From an optimization exercise on the open Yosys and OpenROAD flow, aimed at small area; shortcuts taken in it are not production practice.
Only simulation tests tie the RTL to the original design; equivalence was not proved.

// mxfp4_block_dot
module mxfp4_block_dot (
    input  wire         clk,
    input  wire         rst,
    input  wire         in_valid,
    input  wire         in_first,
    input  wire         in_last,
    input  wire [127:0] in_a,       
    input  wire [127:0] in_b,
    input  wire [7:0]   in_sa,      
    input  wire [7:0]   in_sb,      
    output reg          out_valid,
    output wire [31:0]  out_d
);
Settings: LEC_CHECK=0, ABC_AREA=1, CAP_MARGIN=10, CORE_MARGIN=2, CORE_UTILIZATION=55, SLEW_MARGIN=10; clock period 35.0 ns.
standard.sh (not shown) runs the stock make flow with config.mk's settings and CLKGATE_MAP_FILE= SYNTH_SCRIPT=/design/flow/synth_recipe.tcl, a recipe that flattens the netlist after the stock synthesis.
==> flow/flow/run.sh <==
#!/bin/bash
# Own layout flow: the standard layout (standard.sh, ORFS), with four
# changes:
#  - synthesis skips Yosys's generic "abc -fast" pre-mapping inside synth
#    (SYNTH_ARGS=-noabc), so extract_fa sees the design's full adders as
#    written;
#  - ABC's technology mapping runs flow/area.abc (&dch + &nf with area
#    recovery) instead of abc_area.script; flow/my_synth.tcl is the standard flow's
#    synth_recipe.tcl with only that change;
#  - port buffers are the smallest buffer cell (sky130_fd_sc_hd__buf_1)
#    instead of the one buffer_ports picks by default;
#  - clock tree synthesis builds the tree from clkbuf_4 cells (clkbuf_8 at
#    the root) instead of clkbuf_16, without dummy loads.
# Everything else (floorplan, power grid, taps, placement, CTS, routing) is
# the standard flow. Each step's full log is under orfs/logs/; make's own
# output goes to flow.log.
set -euo pipefail
here=$(pwd)
bash standard.sh "SYNTH_SCRIPT=$here/flow/my_synth.tcl" "SYNTH_ARGS=-noabc" \
    "BUFFER_PORTS_ARGS=-buffer_cell sky130_fd_sc_hd__buf_1" \
    "CTS_ARGS=-sink_clustering_enable -repair_clock_nets -dont_use_dummy_load -buf_list sky130_fd_sc_hd__clkbuf_4 -root_buf sky130_fd_sc_hd__clkbuf_8" \
    finish > flow.log 2>&1
==> flow/flow/area.abc <==
strash
&get -n
&dch
&nf -R 1000
&put
topo
==> flow/flow/my_synth.tcl <==
# The standard flow's synthesis script (synth_recipe.tcl, in the work folder) unchanged,
# except that ABC's technology mapping runs flow/area.abc in place of the
# flow's abc_area.script.
set my_flow_dir [file dirname [file normalize [info script]]]
set my_abc_script [file join $my_flow_dir area.abc]
proc abc {args} {
  set i [lsearch -exact $args -script]
  if { $i >= 0 } {
    lset args [expr { $i + 1 }] $::my_abc_script
  }
  yosys abc {*}$args
}
source [file join [file dirname $my_flow_dir] synth_recipe.tcl]
Rerun with:
--- a/flow/design.v
+++ b/flow/design.v
@@ -715,22 +715,22 @@
     wire [32:0] mbu_r = rca({19'd0, blk_sum[12:0] ^ {13{sB0}}}, 32'd0, sB0);
     wire [12:0] MBu   = mbu_r[12:0];
     reg  [3:0]  lzb;
     always @(*) begin
         lzb = 4'd13;
         for (i = 0; i < 13; i = i + 1)
             if (MBu[i]) lzb = 4'd12 - i[3:0];
     end
     wire [12:0] MBn0  = MBu << lzb;
     wire [32:0] es_r  = rca({24'd0, in_sa}, {24'd0, in_sb}, 1'b0);
-    wire [32:0] tl_r  = rca({23'd0, es_r[8:0]}, {28'hFFFFFFF, ~lzb}, 1'b1);
-    wire [32:0] tb_r  = rca(tl_r[31:0], {22'h3FFFFF, 10'h38B}, 1'b0);
+    wire [4:0]  pm    = 5'd11 - {1'b0, lzb};
+    wire [32:0] tb_r  = rca({23'd0, es_r[8:0]}, {22'h3FFFFF, pm[4] ? 5'b11011 : 5'b11100, pm}, 1'b0);
     reg         s1_first, s1_lastv, s1_nan, sB, zeroB;
     reg  [11:0] MBf;
     reg  [9:0]  tb;
     always @(posedge clk) begin
         s1_first <= in_valid & in_first;
         s1_lastv <= in_valid & in_last & ~rst;
         s1_nan   <= in_valid & ((&in_sa) | (&in_sb));
         sB       <= sB0;
         zeroB    <= zB0 | ~in_valid;
         MBf      <= MBn0[11:0] & {12{in_valid}};
What happened: First-iteration DRC count falls by 1.9%; clock-buffer cell count is unchanged; hold slack gains 0.024 ns; non-clock buffer count rises by 6; critical path depth rises by 1; setup slack gains 1.3 ns; global-route usage falls by 0.89 points.

port drivers added, routing unchanged:
The flow's constraints put no driver on any port. The routed layouts listed below were extracted and timed again, unchanged, in two steps. Step 1 assumes that a clkbuf_16 drives the clock port and a buf_2 every other input. Step 2, shift: input delay + t, output delay - t, t = (earliest + latest rising clock arrival at the registers) / 2. This alone moves slack from input paths to output paths. Three values: no drivers, after step 1, after step 2; two values: the first two.
run	shift t [ns]	slack for setup (ns)	latest minus earliest clock arrival (ns)	worst data-port slew with drivers (ns)	pins driven straight from the clock port
the first run	0.376	3.793 / 3.793 / 3.793	0.024 / 0.024	0.10	1
the second run	0.393	5.045 / 5.045 / 5.045	0.017 / 0.017	0.11	1
After both steps setup and hold are still met in every run listed.
